From an optimization exercise on the open Yosys and OpenROAD flow, aimed at small area, a short achievable clock period and few clock cycles per item; shortcuts taken in it are not production practice.
RTL that was checked went through simulation tests only; none was proved equivalent to the original.

==> trial 29 <==
==> flow/design.v (excerpt) <==
module sx_tag_engine (
  input  wire         clk,
  input  wire         rst,         
  input  wire         start,
  output wire         ready,
  input  wire [127:0] key,
  input  wire [63:0]  uid,
  input  wire [15:0]  acmd,
  input  wire [31:0]  acnt,
  input  wire [15:0]  alen,
  input  wire [63:0]  atag,
  input  wire         in_valid,
  output wire         in_ready,
  input  wire [15:0]  in_data,
  output reg          done,
  output wire [63:0]  tag,
  output wire         match
);
export LEC_CHECK = 0
export CAP_MARGIN = 20
export CELL_PAD_IN_SITES_DETAIL_PLACEMENT = 1
export CORE_MARGIN = 2
export CORE_UTILIZATION = 30
export PLACE_DENSITY = 0.5
export SETUP_SLACK_MARGIN = 2.5
export SLEW_MARGIN = 20
export SYNTH_HIERARCHICAL = 1
export SYNTH_MINIMUM_KEEP_SIZE = 0
create_clock -name core_clock -period 8.0 [get_ports {clk}]
standard.sh (not shown) runs the stock make flow with config.mk's settings and CLKGATE_MAP_FILE= SYNTH_SCRIPT=/design/flow/synth_recipe.tcl, a recipe that flattens the netlist after the stock synthesis.
==> flow/flow/run.sh <==
#!/bin/bash
# The standard layout (standard.sh), with one change: the port buffers that
# global placement adds are sky130_fd_sc_hd__buf_1 instead of the delay buffer
# buffer_ports picks by itself.  The whole output goes to standard.log here.
set -euo pipefail
export BUFFER_PORTS_ARGS="-buffer_cell sky130_fd_sc_hd__buf_1"
bash standard.sh > standard.log 2>&1
==> build 2 (differences from trial 29) <==
--- a/flow/design.v
+++ b/flow/design.v
@@ -387,49 +387,47 @@
   assign y2 = {R0, R1, R2, R3, R4, R5, R6, R7};
 endmodule
 module aes_round (
   input  wire [127:0] st,
   input  wire [127:0] rk,
   input  wire [7:0]   rcon,
+  input  wire [31:0]  sw,
+  input  wire [31:0]  ks_in,
   output wire [127:0] sr,
   output wire [127:0] mc,
   output wire [127:0] next_rk,
-  output wire [127:0] kp,        
-  output wire [31:0]  ksw        
+  output wire [31:0]  sw_next
 );
   genvar i, j;
   wire [31:0] w0 = rk[127:96];
   wire [31:0] w1 = rk[95:64];
   wire [31:0] w2 = rk[63:32];
   wire [31:0] w3 = rk[31:0];
-  wire [31:0] sw;                        
-  aes_sbox ks0 (.a(w3[23:16]), .y(sw[31:24]));
-  aes_sbox ks1 (.a(w3[15:8]),  .y(sw[23:16]));
-  aes_sbox ks2 (.a(w3[7:0]),   .y(sw[15:8]));
-  aes_sbox ks3 (.a(w3[31:24]), .y(sw[7:0]));
   wire [31:0] p0  = w0 ^ {rcon, 24'h0};
   wire [31:0] p1  = p0 ^ w1;
   wire [31:0] p2  = p0 ^ (w1 ^ w2);
   wire [31:0] p3  = (p0 ^ w1) ^ (w2 ^ w3);
-  assign kp = {p0, p1, p2, p3};
-  assign ksw = sw;
+  wire [127:0] kp = {p0, p1, p2, p3};
   generate
     for (i = 0; i < 128; i = i + 1) begin : g_ks
       sb_xor xk (.a(kp[i]), .b(sw[i % 32]), .y(next_rk[i]));
     end
   endgenerate
+  aes_sbox ks0 (.a(ks_in[23:16]), .y(sw_next[31:24]));
+  aes_sbox ks1 (.a(ks_in[15:8]),  .y(sw_next[23:16]));
+  aes_sbox ks2 (.a(ks_in[7:0]),   .y(sw_next[15:8]));
+  aes_sbox ks3 (.a(ks_in[31:24]), .y(sw_next[7:0]));
   wire [7:0]   sb [0:15];
-  wire [7:0]   sb2 [0:15];
   wire [127:0] srm;
   generate
     for (i = 0; i < 16; i = i + 1) begin : g_sub
-      aes_sbox_d sbx (.a(st[127 - 8*i -: 8]), .y(sb[i]), .y2(sb2[i]));
+      aes_sbox sbx (.a(st[127 - 8*i -: 8]), .y(sb[i]));
       assign srm[127 - 8*i -: 8] = sb[(i % 4) + 4 * (((i / 4) + (i % 4)) % 4)];
-      assign sr[127 - 8*i -: 8]  = sb2[(i % 4) + 4 * (((i / 4) + (i % 4)) % 4)];
     end
   endgenerate
+  assign sr = srm;
   genvar k, b;
   generate
     for (i = 0; i < 4; i = i + 1) begin : g_mix
       wire [31:0] a = srm[127 - 32*i -: 32];
       wire [31:0] d;                           
       wire [31:0] t;                           
@@ -451,39 +449,50 @@
       end
       assign mc[127 - 32*i -: 32] = o;
     end
   endgenerate
 endmodule
 module kx_sel (
+  input  wire [127:0] k,
   input  wire [127:0] v,
   input  wire         s0,      
   input  wire         s1,      
   input  wire         s2,      
   output wire [127:0] y_n
 );
   wire [127:0] d1 = {v[126:0], 1'b0} ^ (v[127] ? 128'h87 : 128'h0);
   wire [127:0] d2 = {d1[126:0], 1'b0} ^ (d1[127] ? 128'h87 : 128'h0);
-  assign y_n = ~(({128{s0}} & v) | ({128{s1}} & d1) | ({128{s2}} & d2));
+  assign y_n = ~(({128{s0}} & k) | ({128{s1}} & d1) | ({128{s2}} & d2));
 endmodule
 module st_next (
   input  wire         g,
   input  wire [127:0] m,
-  input  wire [127:0] r_n,
-  input  wire [127:0] q,
+  input  wire [127:0] b_n,
+  input  wire         r,
+  input  wire [127:0] s,
+  input  wire [127:0] e,
   output wire [127:0] y
 );
-  wire [127:0] f, nm;
+  wire [127:0] a, j, h, nm;
   genvar i;
   generate
     for (i = 0; i < 128; i = i + 1) begin : g_bit
-      sb_xnor xf (.a(r_n[i]), .b(q[i]), .y(f[i]));
-      sb_nand gm (.a(g), .b(m[i]), .y(nm[i]));
-      sb_xnor xy (.a(nm[i]), .b(f[i]), .y(y[i]));
+      sb_nand ga (.a(r), .b(s[i]), .y(a[i]));           
+      sb_xnor xj (.a(a[i]), .b(e[i]), .y(j[i]));        
+      sb_xnor xh (.a(b_n[i]), .b(j[i]), .y(h[i]));      
+      sb_nand gm (.a(g), .b(m[i]), .y(nm[i]));          
+      sb_xnor xy (.a(nm[i]), .b(h[i]), .y(y[i]));       
     end
   endgenerate
 endmodule
+module is_zero16 (
+  input  wire [15:0] a,
+  output wire        z
+);
+  assign z = ~|a;
+endmodule
 module sx_tag_engine (
   input  wire         clk,
   input  wire         rst,         
   input  wire         start,
   output wire         ready,
   input  wire [127:0] key,
@@ -506,13 +515,14 @@
   reg  [1:0]   ph;
   reg  [127:0] st;         
   reg  [127:0] rk;         
   reg  [127:0] blk;        
   reg  [3:0]   rnd;        
   reg          last;       
-  reg  [15:0]  wrem;       
+  reg  [14:0]  wrem;       
+  reg          wodd;       
   reg          wz;         
   reg  [2:0]   wpos;       
   reg          bfull;      
   reg  [7:0] rcon;
   always @(*) begin
     case (rnd)
@@ -525,40 +535,45 @@
       4'd7:    rcon = 8'h40;
       4'd8:    rcon = 8'h80;
       4'd9:    rcon = 8'h1b;
       default: rcon = 8'h36;
     endcase
   end
-  wire [127:0] sr, mc, nrk, kp;
-  wire [31:0]  ksw;
-  aes_round u_round (.st(st), .rk(rk), .rcon(rcon), .sr(sr), .mc(mc), .next_rk(nrk),
-                     .kp(kp), .ksw(ksw));
+  reg  [31:0]  swr;
+  wire [127:0] sr, mc, nrk;
+  wire [31:0]  sw_next;
+  wire [31:0]  ks_in;
+  aes_round u_round (.st(st), .rk(rk), .rcon(rcon), .sw(swr), .ks_in(ks_in),
+                     .sr(sr), .mc(mc), .next_rk(nrk), .sw_next(sw_next));
   wire [127:0] hdr  = {uid, acmd, acnt, alen};
   wire         full = (alen[3:0] == 4'd0);   
   wire [127:0] mask = full ? {128{1'b1}} : ~({128{1'b1}} >> (8 * alen[3:0]));
   wire [127:0] pad  = full ? 128'd0 : ({8'h80, 120'd0} >> (8 * alen[3:0]));
   wire   idle     = (ph == P_IDLE);
   wire   go       = idle && start;
-  wire   alen0    = (alen == 16'd0);
+  wire   alen0;
+  is_zero16 u_alen0 (.a(alen), .z(alen0));
   assign ready    = idle;
   assign in_ready = !idle && !wz && !bfull;
   wire   take     = in_valid && in_ready;
   wire   adv      = !idle && (!last || ph != P_MSG || bfull);
   wire   lastmsg  = last && ph == P_MSG;
+  wire   wone     = (wrem == 15'd1 && !wodd) || (wrem == 15'd0 && wodd);
   reg  [1:0]  ph_n;
   reg  [3:0]  rnd_n;
-  reg         last_n, bfull_n, wz_n, done_n;
+  reg         last_n, bfull_n, wz_n, done_n, wodd_n;
   reg  [2:0]  wpos_n;
-  reg  [15:0] wrem_n;
+  reg  [14:0] wrem_n;
   always @(*) begin
     ph_n = ph; rnd_n = rnd; last_n = last; bfull_n = bfull; wz_n = wz;
-    wpos_n = wpos; wrem_n = wrem; done_n = 1'b0;
+    wpos_n = wpos; wrem_n = wrem; wodd_n = wodd; done_n = 1'b0;
     if (go) begin
       rnd_n   = 4'd1;
       last_n  = 1'b0;
-      wrem_n  = {1'b0, alen[15:1]} + {15'd0, alen[0]};
+      wrem_n  = alen[15:1];
+      wodd_n  = alen[0];
       wz_n    = alen0;
       wpos_n  = 3'd0;
       bfull_n = 1'b0;
       ph_n    = alen0 ? P_L : P_MSG;
     end else if (adv) begin
       rnd_n  = last ? 4'd1 : rnd + 4'd1;
@@ -576,15 +591,16 @@
           end
         endcase
       end
     end
     if (take) begin
       wpos_n = wpos + 3'd1;
-      wrem_n = wrem - 16'd1;
-      wz_n   = (wrem == 16'd1);
-      if (wpos == 3'd7 || wrem == 16'd1) bfull_n = 1'b1;
+      if (wrem != 15'd0) wrem_n = wrem - 15'd1;
+      else               wodd_n = 1'b0;
+      wz_n   = wone;
+      if (wpos == 3'd7 || wone) bfull_n = 1'b1;
     end
     if (rst) begin
       ph_n   = P_IDLE;
       done_n = 1'b0;
     end
   end
@@ -605,25 +621,25 @@
     use_hr <= ll_n && alen0;
     hold   <= !idle_n && !adv_n;
     ld_key <= adv_n && last_n;
     to_l   <= lmsg_n && wz_n;
   end
   wire   use_k    = go || use_kr;
+  assign ks_in    = (idle || ld_key) ? key[31:0] : nrk[31:0];
   wire   use_h    = (go && !alen0) || use_hr;
-  wire [127:0] rk_term_n, sr_term_n, st_d;
-  kx_sel u_kr (.v(nrk), .s0(use_s0), .s1(use_k1), .s2(use_k2), .y_n(rk_term_n));
-  kx_sel u_ks (.v(sr),  .s0(use_rn),           .s1(use_k1), .s2(use_k2), .y_n(sr_term_n));
+  wire [127:0] kx_n, st_d;
+  wire [127:0] blk_x;
+  kx_sel u_kx (.k(nrk), .v(blk_x), .s0(use_s0), .s1(use_k1), .s2(use_k2), .y_n(kx_n));
   wire [127:0] early = ({128{use_k}} & key)
                      ^ (({128{use_b}} & blk) | ({128{use_h}} & hdr) | ({128{hold}} & st));
-  wire [127:0] q = ~sr_term_n ^ early;
-  st_next u_next (.g(use_mc), .m(mc), .r_n(rk_term_n), .q(q), .y(st_d));
+  st_next u_next (.g(use_mc), .m(mc), .b_n(kx_n), .r(use_rn), .s(sr), .e(early), .y(st_d));
   assign tag = st[127:64];
   reg  [7:0] mpart;
   assign match = &mpart;
   wire [127:0] blk_e = ph[1] ? 128'd0 : ((blk & mask) ^ pad);
-  wire [127:0] bx1, blk_x;
+  wire [127:0] bx1;
   genvar i;
   generate
     for (i = 0; i < 128; i = i + 1) begin : g_bx
       sb_xor xb1 (.a(sr[i]), .b(blk_e[i]), .y(bx1[i]));
       sb_xor xb2 (.a(bx1[i]), .b(nrk[i]), .y(blk_x[i]));
     end
@@ -634,17 +650,19 @@
     rnd   <= rnd_n;
     last  <= last_n;
     bfull <= bfull_n;
     wz    <= wz_n;
     wpos  <= wpos_n;
     wrem  <= wrem_n;
+    wodd  <= wodd_n;
   end
   integer n;
   always @(posedge clk) begin
     st <= st_d;
     rk <= ({128{go || ld_key}} & key) | ({128{use_mc}} & nrk) | ({128{hold}} & rk);
+    swr <= hold ? swr : sw_next;
     if (take)
       blk[127 - 16*wpos -: 16] <= {in_data[7:0], in_data[15:8]};
     else if (to_l)
       blk <= blk_x;
     for (n = 0; n < 8; n = n + 1)
       mpart[n] <= (blk_x[64 + 8*n +: 8] == atag[8*n +: 8]);
==> build 8 (differences from trial 29) <==
--- a/flow/design.v
+++ b/flow/design.v
@@ -451,39 +451,50 @@
       end
       assign mc[127 - 32*i -: 32] = o;
     end
   endgenerate
 endmodule
 module kx_sel (
+  input  wire [127:0] k,
   input  wire [127:0] v,
   input  wire         s0,      
   input  wire         s1,      
   input  wire         s2,      
   output wire [127:0] y_n
 );
   wire [127:0] d1 = {v[126:0], 1'b0} ^ (v[127] ? 128'h87 : 128'h0);
   wire [127:0] d2 = {d1[126:0], 1'b0} ^ (d1[127] ? 128'h87 : 128'h0);
-  assign y_n = ~(({128{s0}} & v) | ({128{s1}} & d1) | ({128{s2}} & d2));
+  assign y_n = ~(({128{s0}} & k) | ({128{s1}} & d1) | ({128{s2}} & d2));
 endmodule
 module st_next (
   input  wire         g,
   input  wire [127:0] m,
-  input  wire [127:0] r_n,
-  input  wire [127:0] q,
+  input  wire [127:0] b_n,
+  input  wire         r,
+  input  wire [127:0] s,
+  input  wire [127:0] e,
   output wire [127:0] y
 );
-  wire [127:0] f, nm;
+  wire [127:0] a, j, h, nm;
   genvar i;
   generate
     for (i = 0; i < 128; i = i + 1) begin : g_bit
-      sb_xnor xf (.a(r_n[i]), .b(q[i]), .y(f[i]));
-      sb_nand gm (.a(g), .b(m[i]), .y(nm[i]));
-      sb_xnor xy (.a(nm[i]), .b(f[i]), .y(y[i]));
+      sb_nand ga (.a(r), .b(s[i]), .y(a[i]));           
+      sb_xnor xj (.a(a[i]), .b(e[i]), .y(j[i]));        
+      sb_xnor xh (.a(b_n[i]), .b(j[i]), .y(h[i]));      
+      sb_nand gm (.a(g), .b(m[i]), .y(nm[i]));          
+      sb_xnor xy (.a(nm[i]), .b(h[i]), .y(y[i]));       
     end
   endgenerate
 endmodule
+module is_zero16 (
+  input  wire [15:0] a,
+  output wire        z
+);
+  assign z = ~|a;
+endmodule
 module sx_tag_engine (
   input  wire         clk,
   input  wire         rst,         
   input  wire         start,
   output wire         ready,
   input  wire [127:0] key,
@@ -506,13 +517,14 @@
   reg  [1:0]   ph;
   reg  [127:0] st;         
   reg  [127:0] rk;         
   reg  [127:0] blk;        
   reg  [3:0]   rnd;        
   reg          last;       
-  reg  [15:0]  wrem;       
+  reg  [14:0]  wrem;       
+  reg          wodd;       
   reg          wz;         
   reg  [2:0]   wpos;       
   reg          bfull;      
   reg  [7:0] rcon;
   always @(*) begin
     case (rnd)
@@ -535,30 +547,33 @@
   wire [127:0] hdr  = {uid, acmd, acnt, alen};
   wire         full = (alen[3:0] == 4'd0);   
   wire [127:0] mask = full ? {128{1'b1}} : ~({128{1'b1}} >> (8 * alen[3:0]));
   wire [127:0] pad  = full ? 128'd0 : ({8'h80, 120'd0} >> (8 * alen[3:0]));
   wire   idle     = (ph == P_IDLE);
   wire   go       = idle && start;
-  wire   alen0    = (alen == 16'd0);
+  wire   alen0;
+  is_zero16 u_alen0 (.a(alen), .z(alen0));
   assign ready    = idle;
   assign in_ready = !idle && !wz && !bfull;
   wire   take     = in_valid && in_ready;
   wire   adv      = !idle && (!last || ph != P_MSG || bfull);
   wire   lastmsg  = last && ph == P_MSG;
+  wire   wone     = (wrem == 15'd1 && !wodd) || (wrem == 15'd0 && wodd);
   reg  [1:0]  ph_n;
   reg  [3:0]  rnd_n;
-  reg         last_n, bfull_n, wz_n, done_n;
+  reg         last_n, bfull_n, wz_n, done_n, wodd_n;
   reg  [2:0]  wpos_n;
-  reg  [15:0] wrem_n;
+  reg  [14:0] wrem_n;
   always @(*) begin
     ph_n = ph; rnd_n = rnd; last_n = last; bfull_n = bfull; wz_n = wz;
-    wpos_n = wpos; wrem_n = wrem; done_n = 1'b0;
+    wpos_n = wpos; wrem_n = wrem; wodd_n = wodd; done_n = 1'b0;
     if (go) begin
       rnd_n   = 4'd1;
       last_n  = 1'b0;
-      wrem_n  = {1'b0, alen[15:1]} + {15'd0, alen[0]};
+      wrem_n  = alen[15:1];
+      wodd_n  = alen[0];
       wz_n    = alen0;
       wpos_n  = 3'd0;
       bfull_n = 1'b0;
       ph_n    = alen0 ? P_L : P_MSG;
     end else if (adv) begin
       rnd_n  = last ? 4'd1 : rnd + 4'd1;
@@ -576,15 +591,16 @@
           end
         endcase
       end
     end
     if (take) begin
       wpos_n = wpos + 3'd1;
-      wrem_n = wrem - 16'd1;
-      wz_n   = (wrem == 16'd1);
-      if (wpos == 3'd7 || wrem == 16'd1) bfull_n = 1'b1;
+      if (wrem != 15'd0) wrem_n = wrem - 15'd1;
+      else               wodd_n = 1'b0;
+      wz_n   = wone;
+      if (wpos == 3'd7 || wone) bfull_n = 1'b1;
     end
     if (rst) begin
       ph_n   = P_IDLE;
       done_n = 1'b0;
     end
   end
@@ -606,24 +622,23 @@
     hold   <= !idle_n && !adv_n;
     ld_key <= adv_n && last_n;
     to_l   <= lmsg_n && wz_n;
   end
   wire   use_k    = go || use_kr;
   wire   use_h    = (go && !alen0) || use_hr;
-  wire [127:0] rk_term_n, sr_term_n, st_d;
-  kx_sel u_kr (.v(nrk), .s0(use_s0), .s1(use_k1), .s2(use_k2), .y_n(rk_term_n));
-  kx_sel u_ks (.v(sr),  .s0(use_rn),           .s1(use_k1), .s2(use_k2), .y_n(sr_term_n));
+  wire [127:0] kx_n, st_d;
+  wire [127:0] blk_x;
+  kx_sel u_kx (.k(nrk), .v(blk_x), .s0(use_s0), .s1(use_k1), .s2(use_k2), .y_n(kx_n));
   wire [127:0] early = ({128{use_k}} & key)
                      ^ (({128{use_b}} & blk) | ({128{use_h}} & hdr) | ({128{hold}} & st));
-  wire [127:0] q = ~sr_term_n ^ early;
-  st_next u_next (.g(use_mc), .m(mc), .r_n(rk_term_n), .q(q), .y(st_d));
+  st_next u_next (.g(use_mc), .m(mc), .b_n(kx_n), .r(use_rn), .s(sr), .e(early), .y(st_d));
   assign tag = st[127:64];
   reg  [7:0] mpart;
   assign match = &mpart;
   wire [127:0] blk_e = ph[1] ? 128'd0 : ((blk & mask) ^ pad);
-  wire [127:0] bx1, blk_x;
+  wire [127:0] bx1;
   genvar i;
   generate
     for (i = 0; i < 128; i = i + 1) begin : g_bx
       sb_xor xb1 (.a(sr[i]), .b(blk_e[i]), .y(bx1[i]));
       sb_xor xb2 (.a(bx1[i]), .b(nrk[i]), .y(blk_x[i]));
     end
@@ -634,12 +649,13 @@
     rnd   <= rnd_n;
     last  <= last_n;
     bfull <= bfull_n;
     wz    <= wz_n;
     wpos  <= wpos_n;
     wrem  <= wrem_n;
+    wodd  <= wodd_n;
   end
   integer n;
   always @(posedge clk) begin
     st <= st_d;
     rk <= ({128{go || ld_key}} & key) | ({128{use_mc}} & nrk) | ({128{hold}} & rk);
     if (take)
--- a/flow/config.mk
+++ b/flow/config.mk
@@ -7,10 +7,10 @@
 export LEC_CHECK = 0
 export CAP_MARGIN = 20
 export CELL_PAD_IN_SITES_DETAIL_PLACEMENT = 1
 export CORE_MARGIN = 2
 export CORE_UTILIZATION = 30
 export PLACE_DENSITY = 0.5
-export SETUP_SLACK_MARGIN = 2.5
+export SETUP_SLACK_MARGIN = 2.75
 export SLEW_MARGIN = 20
 export SYNTH_HIERARCHICAL = 1
 export SYNTH_MINIMUM_KEEP_SIZE = 0
==> qor summary <==
quantity                                                     build 2           build 8        trial 29
Starting Density                                               30.3%             30.1%           30.2%
Worst setup path class                                    reg -> reg        reg -> reg       in -> reg
Startpoint class of the critical path                       register          register      input port
Post-synthesis to final-layout area growth                     16.8%             23.0%           17.3%
Critical Path RT                                             8.60 ns           8.61 ns         8.61 ns
WL per Instance                                              30.0 um           31.2 um         31.8 um
Pin count of the biggest net entering global routing             143               144             134
Startpoint of the most critical hold path             rk[27]$_DFF_P_  wrem[14]$_DFF_P_  rk[62]$_DFF_P_
Outcome                                     timing/DRC/antenna clean  timing/DRC/antenna clean  timing/DRC/antenna clean
Fraction of standard cell area that is sequential              15.4%             13.4%           13.9%
Post-CTS setup buffers                                            23               117              44
Number of clock buffers in the layout                             91                83              86
Placer's final routability congestion estimate                 0.975              1.00            1.03
Share of the clock period used by the worst path               67.6%             66.2%           69.9%
CP peak stage delay                                          0.57 ns           0.58 ns         0.83 ns
Measured slew at the worst slew-check pin                    1.26 ns           1.29 ns         1.29 ns
Testbench counts of build 2, summed over its fixed seeds: cycles 13,264, items 256.
Testbench counts of build 8, summed over its fixed seeds: cycles 13,264, items 256.
No functional check of the RTL was part of trial 29.

-- re-timing with driven ports --
How much do the figures lean on ideal ports? The routed layouts below were timed once more, with nothing changed but the port constraints.
Step 1 sets driving cells, clkbuf_16 on the clock port and buf_2 on the other inputs (assumed; they add their load-dependent delay and slew).
Step 2 also shifts input and output timing later by t, the mid clock arrival at the registers, as if the neighbouring blocks saw the same clock.
Three values: no drivers, after step 1, after step 2; two values: the first two.
run | t, ns | setup WS [ns] | latest minus earliest clock arrival (ns) | worst register clock-pin slew, ns | worst data-port slew with drivers (ns)
trial 29 | 0.810 | 2.404 / 2.453 / 1.661 | 0.048 / 0.048 | 0.07 / 0.07 | 0.08
build 2 | 0.754 | 2.594 / 2.594 / 2.002 | 0.034 / 0.034 | 0.07 / 0.07 | 0.25
build 8 | 0.801 | 2.705 / 2.705 / 2.333 | 0.046 / 0.046 | 0.07 / 0.07 | 0.26
After both steps every run listed still meets setup and hold. For trial 29, which loses most, drivers alone change the setup slack by +0.049 ns; drivers and shift together by -0.743 ns.
